From an optimization exercise on the open Yosys and OpenROAD flow, aimed at small area, a short achievable clock period and few clock cycles per item; shortcuts taken in it are not production practice. The RTL of this run was laid out without a check of its function.

File: flow/run.sh
#!/bin/bash
set -euo pipefail
W=$(pwd)
SETUP_MARGIN=6.5
cat > "$W/my_synth.tcl" <<EOT
proc abc {args} {
  set i [lsearch -exact \$args -script]
  if {\$i >= 0} { set args [lreplace \$args \$i [expr {\$i + 1}] -script $W/flow/abc_nf.script] }
  puts "abc with flow/abc_nf.script: \$args"
  yosys abc {*}\$args
}
source $W/synth_recipe.tcl
EOT
bash standard.sh SYNTH_SCRIPT="$W/my_synth.tcl" \
  BUFFER_PORTS_ARGS="-buffer_cell sky130_fd_sc_hd__buf_1" \
  SETUP_SLACK_MARGIN="$SETUP_MARGIN" finish > "$W/standard.log" 2>&1
File: flow/abc_nf.script
strash
&get -n
&fraig -x
&put
scorr
dc2
dretime
strash
&get -n
&dch -f
&nf -R 10
&put
buffer -c
topo
stime -c
upsize -c
dnsize -c
File: standard.sh
#!/bin/bash
# synth_recipe.tcl (not shown) runs the flow's synth.tcl, then flattens the netlist and writes it again
# the make line also repeats each setting of config.mk as NAME=value (left out here)
make -C /OpenROAD-flow-scripts/flow DESIGN_CONFIG=/design/flow/config.mk WORK_HOME=/design/flow/orfs CLKGATE_MAP_FILE= SYNTH_SCRIPT=/design/flow/synth_recipe.tcl "${@:-finish}"
File: config.mk
export PLATFORM = sky130hd
export DESIGN_NAME = xu_aes
export DESIGN_NICKNAME = xu_aes
export VERILOG_FILES = /design/flow/design.v
export SDC_FILE = /design/flow/constraint.sdc
export NUM_CORES = 4
export LEC_CHECK = 0
export ABC_CLOCK_PERIOD_IN_PS = 5000
export CAP_MARGIN = 20
export CORE_MARGIN = 2
export CORE_UTILIZATION = 50
export CTS_BUF_LIST = sky130_fd_sc_hd__clkbuf_8
export CTS_CLUSTER_SIZE = 20
export PLACE_DENSITY = 0.6
export SETUP_SLACK_MARGIN = 5
export SLEW_MARGIN = 20
File: constraint.sdc
create_clock -name core_clock -period 10.0 [get_ports {clk}]
set_input_delay 2.0000 -clock core_clock [delete_from_list [all_inputs] [get_ports {clk}]]
set_output_delay 2.0000 -clock core_clock [all_outputs]
set_load 0.01 [all_outputs]
File: design.v
module xu_aes_sbox_top (
    input  wire [7:0]  a,
    output wire [15:0] m
);
  wire U0, U1, U2, U3, U4, U5, U6, U7;
  assign U0 = a[7];
  assign U1 = a[6];
  assign U2 = a[5];
  assign U3 = a[4];
  assign U4 = a[3];
  assign U5 = a[2];
  assign U6 = a[1];
  assign U7 = a[0];
  wire T1, T2, T3, T4, T5, T6, T7, T8, T9, T10, T11, T12;
  wire T13, T14, T15, T16, T17, T18, T19, T20, T21, T22, T23, T24;
  wire T25, T26, T27, M1, M2, M3, M4, M5, M6, M7, M8, M9;
  wire M10, M11, M12, M13, M14, M15, M16, M17, M18, M19, M20, M21;
  wire M22, M23, M24, M25, M26, M27, M28, M29, M30, M31, M32, M33;
  wire M34, M35, M36, M37, M38, M39, M40, M41, M42, M43, M44, M45;
  wire M46, M47, M48, M49, M50, M51, M52, M53, M54, M55, M56, M57;
  wire M58, M59, M60, M61, M62, M63, L0, L1, L2, L3, L4, L5;
  wire L6, L7, L8, L9, L10, L11, L12, L14, L15, L17, L18, L19;
  wire L22, L23;
  assign T1 = U0 ^ U3;
  assign T2 = U0 ^ U5;
  assign T3 = U0 ^ U6;
  assign T4 = U3 ^ U5;
  assign T5 = U4 ^ U6;
  assign T6 = T1 ^ T5;
  assign T7 = U1 ^ U2;
  assign T8 = U7 ^ T6;
  assign T9 = U7 ^ T7;
  assign T10 = T6 ^ T7;
  assign T11 = U1 ^ U5;
  assign T12 = U2 ^ U5;
  assign T13 = T3 ^ T4;
  assign T14 = T6 ^ T11;
  assign T15 = T5 ^ T11;
  assign T16 = T5 ^ T12;
  assign T17 = T9 ^ T16;
  assign T18 = U3 ^ U7;
  assign T19 = T7 ^ T18;
  assign T20 = T1 ^ T19;
  assign T21 = U6 ^ U7;
  assign T22 = T7 ^ T21;
  assign T23 = T2 ^ T22;
  assign T24 = T2 ^ T10;
  assign T25 = T20 ^ T17;
  assign T26 = T3 ^ T16;
  assign T27 = T1 ^ T12;
  assign M1 = T13 & T6;
  assign M2 = T23 & T8;
  assign M3 = T14 ^ M1;
  assign M4 = T19 & U7;
  assign M5 = M4 ^ M1;
  assign M6 = T3 & T16;
  assign M7 = T22 & T9;
  assign M8 = T26 ^ M6;
  assign M9 = T20 & T17;
  assign M10 = M9 ^ M6;
  assign M11 = T1 & T15;
  assign M12 = T4 & T27;
  assign M13 = M12 ^ M11;
  assign M14 = T2 & T10;
  assign M15 = M14 ^ M11;
  assign M16 = M3 ^ M2;
  assign M17 = M5 ^ T24;
  assign M18 = M8 ^ M7;
  assign M19 = M10 ^ M15;
  assign M20 = M16 ^ M13;
  assign M21 = M17 ^ M15;
  assign M22 = M18 ^ M13;
  assign M23 = M19 ^ T25;
  assign M24 = M22 ^ M23;
  assign M25 = M22 & M20;
  assign M26 = M21 ^ M25;
  assign M27 = M20 ^ M21;
  assign M28 = M23 ^ M25;
  assign M29 = M28 & M27;
  assign M30 = M26 & M24;
  assign M31 = M20 & M23;
  assign M32 = M27 & M31;
  assign M33 = M27 ^ M25;
  assign M34 = M21 & M22;
  assign M35 = M24 & M34;
  assign M36 = M24 ^ M25;
  assign M37 = M21 ^ M29;
  assign M38 = M32 ^ M33;
  assign M39 = M23 ^ M30;
  assign M40 = M35 ^ M36;
  assign M41 = M38 ^ M40;
  assign M42 = M37 ^ M39;
  assign M43 = M37 ^ M38;
  assign M44 = M39 ^ M40;
  assign M45 = M42 ^ M41;
  assign M46 = M44 & T6;
  assign M47 = M40 & T8;
  assign M48 = M39 & U7;
  assign M49 = M43 & T16;
  assign M50 = M38 & T9;
  assign M51 = M37 & T17;
  assign M52 = M42 & T15;
  assign M53 = M45 & T27;
  assign M54 = M41 & T10;
  assign M55 = M44 & T13;
  assign M56 = M40 & T23;
  assign M57 = M39 & T19;
  assign M58 = M43 & T3;
  assign M59 = M38 & T22;
  assign M60 = M37 & T20;
  assign M61 = M42 & T1;
  assign M62 = M45 & T4;
  assign M63 = M41 & T2;
  assign L0 = M61 ^ M62;
  assign L1 = M50 ^ M56;
  assign L2 = M46 ^ M48;
  assign L3 = M47 ^ M55;
  assign L4 = M54 ^ M58;
  assign L5 = M49 ^ M61;
  assign L6 = M62 ^ L5;
  assign L7 = M46 ^ L3;
  assign L8 = M51 ^ M59;
  assign L9 = M52 ^ M53;
  assign L10 = M53 ^ L4;
  assign L11 = M60 ^ L2;
  assign L12 = M48 ^ M51;
  assign L14 = M52 ^ M61;
  assign L15 = M55 ^ L1;
  assign L17 = M57 ^ L1;
  assign L18 = M58 ^ L8;
  assign L19 = M63 ^ L4;
  assign L22 = L3 ^ L12;
  assign L23 = L18 ^ L2;
  assign m[0] = M50;
  assign m[1] = M56;
  assign m[2] = L0;
  assign m[3] = L1;
  assign m[4] = L6;
  assign m[5] = L7;
  assign m[6] = L8;
  assign m[7] = L9;
  assign m[8] = L10;
  assign m[9] = L11;
  assign m[10] = L14;
  assign m[11] = L15;
  assign m[12] = L17;
  assign m[13] = L19;
  assign m[14] = L22;
  assign m[15] = L23;
endmodule
module xu_aes_sbox_bot (
    input  wire [15:0] m,
    output wire [7:0]  y
);
  wire M50, M56, L0, L1, L6, L7, L8, L9, L10, L11, L14, L15, L17, L19, L22, L23;
  assign M50 = m[0];
  assign M56 = m[1];
  assign L0 = m[2];
  assign L1 = m[3];
  assign L6 = m[4];
  assign L7 = m[5];
  assign L8 = m[6];
  assign L9 = m[7];
  assign L10 = m[8];
  assign L11 = m[9];
  assign L14 = m[10];
  assign L15 = m[11];
  assign L17 = m[12];
  assign L19 = m[13];
  assign L22 = m[14];
  assign L23 = m[15];
  wire L13, L16, L20, L21, L24, L25, L26, L27, L28, L29;
  assign L13 = M50 ^ L0;
  assign L16 = M56 ^ L0;
  assign L20 = L0 ^ L1;
  assign L21 = L1 ^ L7;
  assign L24 = L15 ^ L9;
  assign L25 = L6 ^ L10;
  assign L26 = L7 ^ L9;
  assign L27 = L8 ^ L10;
  assign L28 = L11 ^ L14;
  assign L29 = L11 ^ L17;
  assign y[7] = L6 ^ L24;
  assign y[6] = ~(L16 ^ L26);
  assign y[5] = ~(L19 ^ L28);
  assign y[4] = L6 ^ L21;
  assign y[3] = L20 ^ L22;
  assign y[2] = L25 ^ L29;
  assign y[1] = ~(L13 ^ L27);
  assign y[0] = ~(L6 ^ L23);
endmodule
module xu_aes_sbox (
    input  wire [7:0] a,
    output wire [7:0] y
);
  wire [15:0] m;
  xu_aes_sbox_top u_top (.a(a), .m(m));
  xu_aes_sbox_bot u_bot (.m(m), .y(y));
endmodule
module xu_aes (
    input  wire         clk,
    input  wire         rst,         
    input  wire         in_valid,
    output wire         in_ready,
    input  wire         in_key256,   
    input  wire [255:0] in_key,
    input  wire [127:0] in_block,
    output reg          out_valid,
    output wire [127:0] out_data
);
  function [7:0] xtime;
    input [7:0] b;
    xtime = {b[6:0], 1'b0} ^ (b[7] ? 8'h1b : 8'h00);
  endfunction
  localparam NC = 1;
  reg [NC-1:0] q_act;      
  reg [NC-1:0] q_k256;
  reg  [3:0]  q_rnd;       
  reg  [7:0]  q_rcon;
  reg         q_rot;       
  reg [127:0] q_state;
  reg [127:0] q_ka;        
  reg [127:0] q_kb;        
  reg         p_act;
  reg [NC-1:0] p_k256;
  reg  [3:0]  p_rnd;       
  reg [NC-1:0] p_last;     
  reg [NC-1:0] p_cont;     
  reg  [7:0]  p_rcon;
  reg         p_rot;
  localparam MW = 16;      
  reg [16*MW-1:0] p_m;     
  reg  [4*MW-1:0] p_km;    
  reg [127:0] p_ka;
  reg [127:0] p_kb;
  reg [127:0] r_out;       
  assign out_data = r_out;
  genvar gi;
  wire order_ok = !q_act[0] || !q_k256[0] || (q_rnd >= 4'd4);
  reg  r_ready;
  assign in_ready = r_ready;
  wire       lastq0     = q_k256[0] ? (q_rnd == 4'd13) : (q_rnd == 4'd9);
  wire       p_cont_n   = q_act[0] && !lastq0;
  wire       q_act_n    = p_cont[0] || (in_valid && order_ok);
  wire       q_k256_n   = p_cont[0] ? p_k256[0] : in_key256;
  wire [3:0] q_rnd_n    = p_cont[0] ? p_rnd : 4'd0;
  wire       order_ok_n = !q_act_n || !q_k256_n || (q_rnd_n >= 4'd4);
  always @(posedge clk) begin
    if (rst)
      r_ready <= 1'b1;
    else
      r_ready <= !p_cont_n && order_ok_n;
  end
  wire [127:0] act_w, k256_w;
  generate
    for (gi = 0; gi < 128; gi = gi + 1) begin : g_ctl
      assign act_w[gi]  = p_cont[gi * NC / 128];
      assign k256_w[gi] = p_k256[gi * NC / 128];
    end
  endgenerate
  wire [16*MW-1:0] m_nxt;
  wire  [4*MW-1:0] km_nxt;
  generate
    for (gi = 0; gi < 16; gi = gi + 1) begin : g_sa
      xu_aes_sbox_top u_top (.a(q_state[8*gi +: 8]), .m(m_nxt[MW*gi +: MW]));
    end
    for (gi = 0; gi < 4; gi = gi + 1) begin : g_ka
      xu_aes_sbox_top u_top (.a(q_kb[96 + 8*gi +: 8]), .m(km_nxt[MW*gi +: MW]));
    end
  endgenerate
  always @(posedge clk) begin
    if (rst)
      p_act <= 1'b0;
    else
      p_act <= q_act[0];
    p_k256 <= q_k256;
    p_rnd  <= q_rnd + 4'd1;
    p_last <= (q_k256 & {NC{q_rnd == 4'd13}}) | (~q_k256 & {NC{q_rnd == 4'd9}});
    if (rst)
      p_cont <= {NC{1'b0}};
    else
      p_cont <= q_act & ~((q_k256 & {NC{q_rnd == 4'd13}}) | (~q_k256 & {NC{q_rnd == 4'd9}}));
    p_rcon <= q_rcon;
    p_rot  <= q_rot;
    p_m    <= m_nxt;
    p_km   <= km_nxt;
    p_ka   <= q_ka;
    p_kb   <= q_kb;
  end
  wire [127:0] sb;
  wire  [31:0] ksub;
  generate
    for (gi = 0; gi < 16; gi = gi + 1) begin : g_sb
      xu_aes_sbox_bot u_bot (.m(p_m[MW*gi +: MW]), .y(sb[8*gi +: 8]));
    end
    for (gi = 0; gi < 4; gi = gi + 1) begin : g_kb
      xu_aes_sbox_bot u_bot (.m(p_km[MW*gi +: MW]), .y(ksub[8*gi +: 8]));
    end
  endgenerate
  wire [127:0] sr;
  generate
    for (gi = 0; gi < 16; gi = gi + 1) begin : g_shift
      assign sr[8*gi +: 8] = sb[8*((gi + 4*(gi % 4)) % 16) +: 8];
    end
  endgenerate
  wire [127:0] mx;
  generate
    for (gi = 0; gi < 4; gi = gi + 1) begin : g_mix
      wire [7:0] a0 = sr[32*gi +: 8];
      wire [7:0] a1 = sr[32*gi + 8 +: 8];
      wire [7:0] a2 = sr[32*gi + 16 +: 8];
      wire [7:0] a3 = sr[32*gi + 24 +: 8];
      wire [7:0] t  = a0 ^ a1 ^ a2 ^ a3;
      assign mx[32*gi +: 8]      = t ^ xtime(a0 ^ a1);
      assign mx[32*gi + 8 +: 8]  = t ^ xtime(a1 ^ a2);
      assign mx[32*gi + 16 +: 8] = t ^ xtime(a2 ^ a3);
      assign mx[32*gi + 24 +: 8] = t ^ xtime(a3 ^ a0);
    end
  endgenerate
  wire [31:0]  kw_rot  = {ksub[7:0], ksub[31:8]};
  wire [31:0]  rc      = {24'd0, p_rot ? p_rcon : 8'd0};
  wire [31:0]  k0      = p_ka[31:0] ^ rc;
  wire [31:0]  k1      = k0 ^ p_ka[63:32];
  wire [31:0]  k2      = k1 ^ p_ka[95:64];
  wire [31:0]  k3      = k2 ^ p_ka[127:96];
  wire [31:0]  kw_t    = p_rot ? kw_rot : ksub;
  wire [127:0] knext   = {k3, k2, k1, k0} ^ {4{kw_t}};
  wire [127:0] rkey    = (k256_w & p_kb) | (~k256_w & knext);
  wire [127:0] last_out  = sr ^ rkey;
  wire [127:0] round_out = last_out ^ mx;
  wire [127:0] state_nxt = (act_w & round_out) | (~act_w & (in_block ^ in_key[127:0]));
  wire [127:0] kb_in  = {in_key256 ? in_key[255:224] : in_key[127:96], in_key[223:128]};
  integer c;
  always @(posedge clk) begin
    for (c = 0; c < NC; c = c + 1) begin
      if (rst)
        q_act[c] <= 1'b0;
      else
        q_act[c] <= p_cont[c] || (in_valid && order_ok);
      q_k256[c] <= p_cont[c] ? p_k256[c] : in_key256;
    end
    if (rst)
      out_valid <= 1'b0;
    else
      out_valid <= p_act && p_last[0];
    q_state <= state_nxt;
    r_out   <= last_out;
    q_ka    <= (act_w & rkey) | (~act_w & in_key[127:0]);
    q_kb    <= (act_w & knext) | (~act_w & kb_in);
    if (p_cont[0]) begin
      q_rnd  <= p_rnd;
      q_rcon <= p_rot ? xtime(p_rcon) : p_rcon;
      q_rot  <= !p_k256[0] || !p_rot;
    end else begin
      q_rnd  <= 4'd0;
      q_rcon <= 8'h01;
      q_rot  <= 1'b1;
    end
  end
endmodule
==> run notes <==
-- layer usage --
layer / up-vias / GRT usage, % / share of wire, % / wire length (um)
li1: 20140 / - / - / -
met1: 20450 / 43.10 / 43 / 81560
met2: 1581 / 51.48 / 47 / 88870
met3: 365 / 4.516 / 5.8 / 11040
met4: 8 / 13.39 / 4.5 / 8486
met5: - / 0 / 0.025 / 47
-- final timing paths --
path          startpoint   endpoint
min            q_ka[114]  p_ka[114]
min reg2reg    q_ka[114]  p_ka[114]
max reg2reg  q_state[37]    p_m[68]
max          q_state[37]    p_m[68]
-- layout make-up --
type	count	area, um^2	area share, %
sequential	1122	22780	31.68
tap	1414	1769	2.460
clock inverter	106	920.9	1.281
inverter	88	332.8	0.4628
multi-input combinational	4424	38010	52.85
timing repair buffer	883	4965	6.904
clock buffer	227	3124	4.345
antenna	4	10.01	0.01392
-- logic make-up (layout without fill, tap and decap cells) --
kind of cell	Yosys count	count (layout)	synth area share, %
buffers and inverters	218	1304	1.496
other	0	4	0
AND/OR/NAND/NOR	1226	1226	9.382
XOR/XNOR	2303	2303	37.97
AO/OA/AOI/OAI	782	782	7.758
multiplexers	71	71	1.375
adder cells (fa/ha/maj)	42	42	0.9606
flip-flops	1122	1122	41.06
-- sequential cells by signal, indices dropped and copies added (netlist names), 4 cells and up --
name and flops:
p_rcon 8, q_rnd 4, q_state 128, p_kb 128, q_ka 128, p_rnd 4
p_ka 128, p_km 64, q_kb 128, p_m 256, r_out 128, q_rcon 8
-- through the flow --
step / util (%) / area [um^2] / cells / hold slack, ns
2_1_floorplan: - / 54740 / 5764 / 0.3096
3_3_place_gp: 53.56 / 58220 / 7598 / 0.3099
3_5_place_dp: 53.56 / 58220 / 7598 / 0.3121
4_1_cts: 61.19 / 66520 / 8025 / 0.2952
5_1_grt: 66.15 / 71910 / 8268 / 0.2954
6_report: 66.15 / 71910 / 8268 / 0.2924
-- worst max-delay path, cell delays in order (launching register included) --
cell	delay [ns]
dfxtp_4	0.37
xnor2_4	0.22
xor2_2	0.23
buf_4	0.17
xor2_1	0.41
xnor2_1	0.25
nand2_1	0.16
xnor2_2	0.30
buf_4	0.21
nand2_1	0.08
o211ai_1	0.11
buf_4	0.17
xor2_2	0.26
xor2_2	0.22
nor2_2	0.07
xnor2_2	0.21
xor2_1	0.19
-- layout by cell type, fill, tap and decap left out, types with 147 or more instances in the layout --
cell | netlist | routed
clkbuf_8 | 0 | 227
buf_1 | 20 | 514
xnor2_1 | 1372 | 1096
a21oi_1 | 454 | 425
xnor2_2 | 35 | 233
dfxtp_1 | 1122 | 978
xor2_2 | 7 | 147
nor2_1 | 626 | 579
nand2_1 | 376 | 361
buf_4 | 0 | 339
xor2_1 | 869 | 647
-- what timing repair did --
| action | 4_1_cts | 5_1_grt |
|---|---|---|
| resized for setup | 561 | 591 |
| gates cloned | 0 | 1 |
| setup endpoints to repair | 536 | 274 |
| setup buffers | 94 | 238 |
| pin swaps | 110 | 326 |
==> results.ini <==
[die]
start_util_pct=50.32
die_area_mm2=0.1121
die_x_um=334.8
rows=121
coreArea_mm2=0.1087
dieHeight_um=334.8
ios=518

[cells_and_area]
area_delta_synth_final_pct=31.45
nFillCells=8840
nets=7132
drive_gt1_share_pct=23.24

[yosys]
yosys_warnings=1
yosys-top-cells-area=dfxtp_1 (41%), xnor2_1 (22%), xor2_1 (14%)
yosysMostFrequentCell=xnor2_1
postSynthCellCount=5764
yosysUniqueCellTypes=58
yosys_most_used_dff=dfxtp_1
synth_seq_cells=1122
avgSynthCellArea_um2=9.491
yosys.area.top_type_share_pct=41.06
syn_area_mm2=0.05470
postSynth.asyncResetShare_pct=0
synth-seq-area-share_pct=41.06
syn_nets=6194
synth_top_cell_by_area=dfxtp_1
synth-edff-count=0
synthTopCellsByCount=xnor2_1 (1372), dfxtp_1 (1122), xor2_1 (869)

[timing]
fin_crit_sh_pct=37.09
setup_tns_ns=0
maxSlewHeadroom_pct=19.32
fin_skew_ns=0.04516
period_minus_slack_ns=3.709
clock.fmax_mhz=269.6
layout_setup_ws_ns=6.291
setup_viol=0
slew_viol_final=0
grt_setup_unrepaired=yes
hold_viol=0
tightestPinTransition_ns=1.202

[setup_path]
arrival_ns=4.49
rrSetupSlack_ns=6.29
end_kind=register
critPathKind=reg2reg
critPathLaunchType=register
critPathRequiredTime_ns=10.78
cp_max_fo=5
r2r_cells=16

[place]
pre_cts_slack_ns=5.548
gp_congestion=0.9772
dp_hpwl_mm=145.2
portBuffers=517

[clock_tree]
numCtsBuffers=183
clk_pin_slew_worst_paths_ns=0.06
cts_tree=done
cts_root_buf=clkbuf_8
cts_sinks=1122
cts_max_level=4
cts_buffer_depth=3
cts_hold_buf=0
insertion_delay_ns=0.89

[worst_hold_path]
hold_class=reg2reg
min_path_cells=0

[route]
drc=0
route.vias.total=42540
wl_per_cell_um=22.98
postRouteAntennaNets=0
first_iter_violations=3041
dr.pass1.iters=6
wirelength_mm=190.0
via_per_inst=5.146

[grt]
overflow=0
track_usage_pct=31.99
grt_pass1_vias=40840
grt_pass1_wl_mm=263.7
grt_start_max_net_pins=91
antenna_found_initial=10

[job]
maxCapViolCount=0

[outcome]
status=complete, no violations

[separate check: timing with driven ports]
How much do the figures lean on ideal ports? The routed layout below was timed once more, with nothing changed but the port constraints.
Step 1, drivers: a clkbuf_16 drives clk and a buf_2 each remaining input, both assumed.
Step 2 also shifts input and output timing later by t, the mid clock arrival at the registers, as if the neighbouring blocks saw the same clock.
Three values: ideal, step 1, step 2; two values: the first two.
t, ns: 0.941
setup slack, ns: 6.291 / 6.291 / 5.903
worst setup path after step 2: input to register
latest minus earliest clock arrival (ns): 0.049 / 0.048
worst slew at a driven data input, ns: 0.21
After both steps setup and hold are still met in this run. For this run, drivers alone change the setup slack by 0.000 ns; drivers and shift together by -0.388 ns.
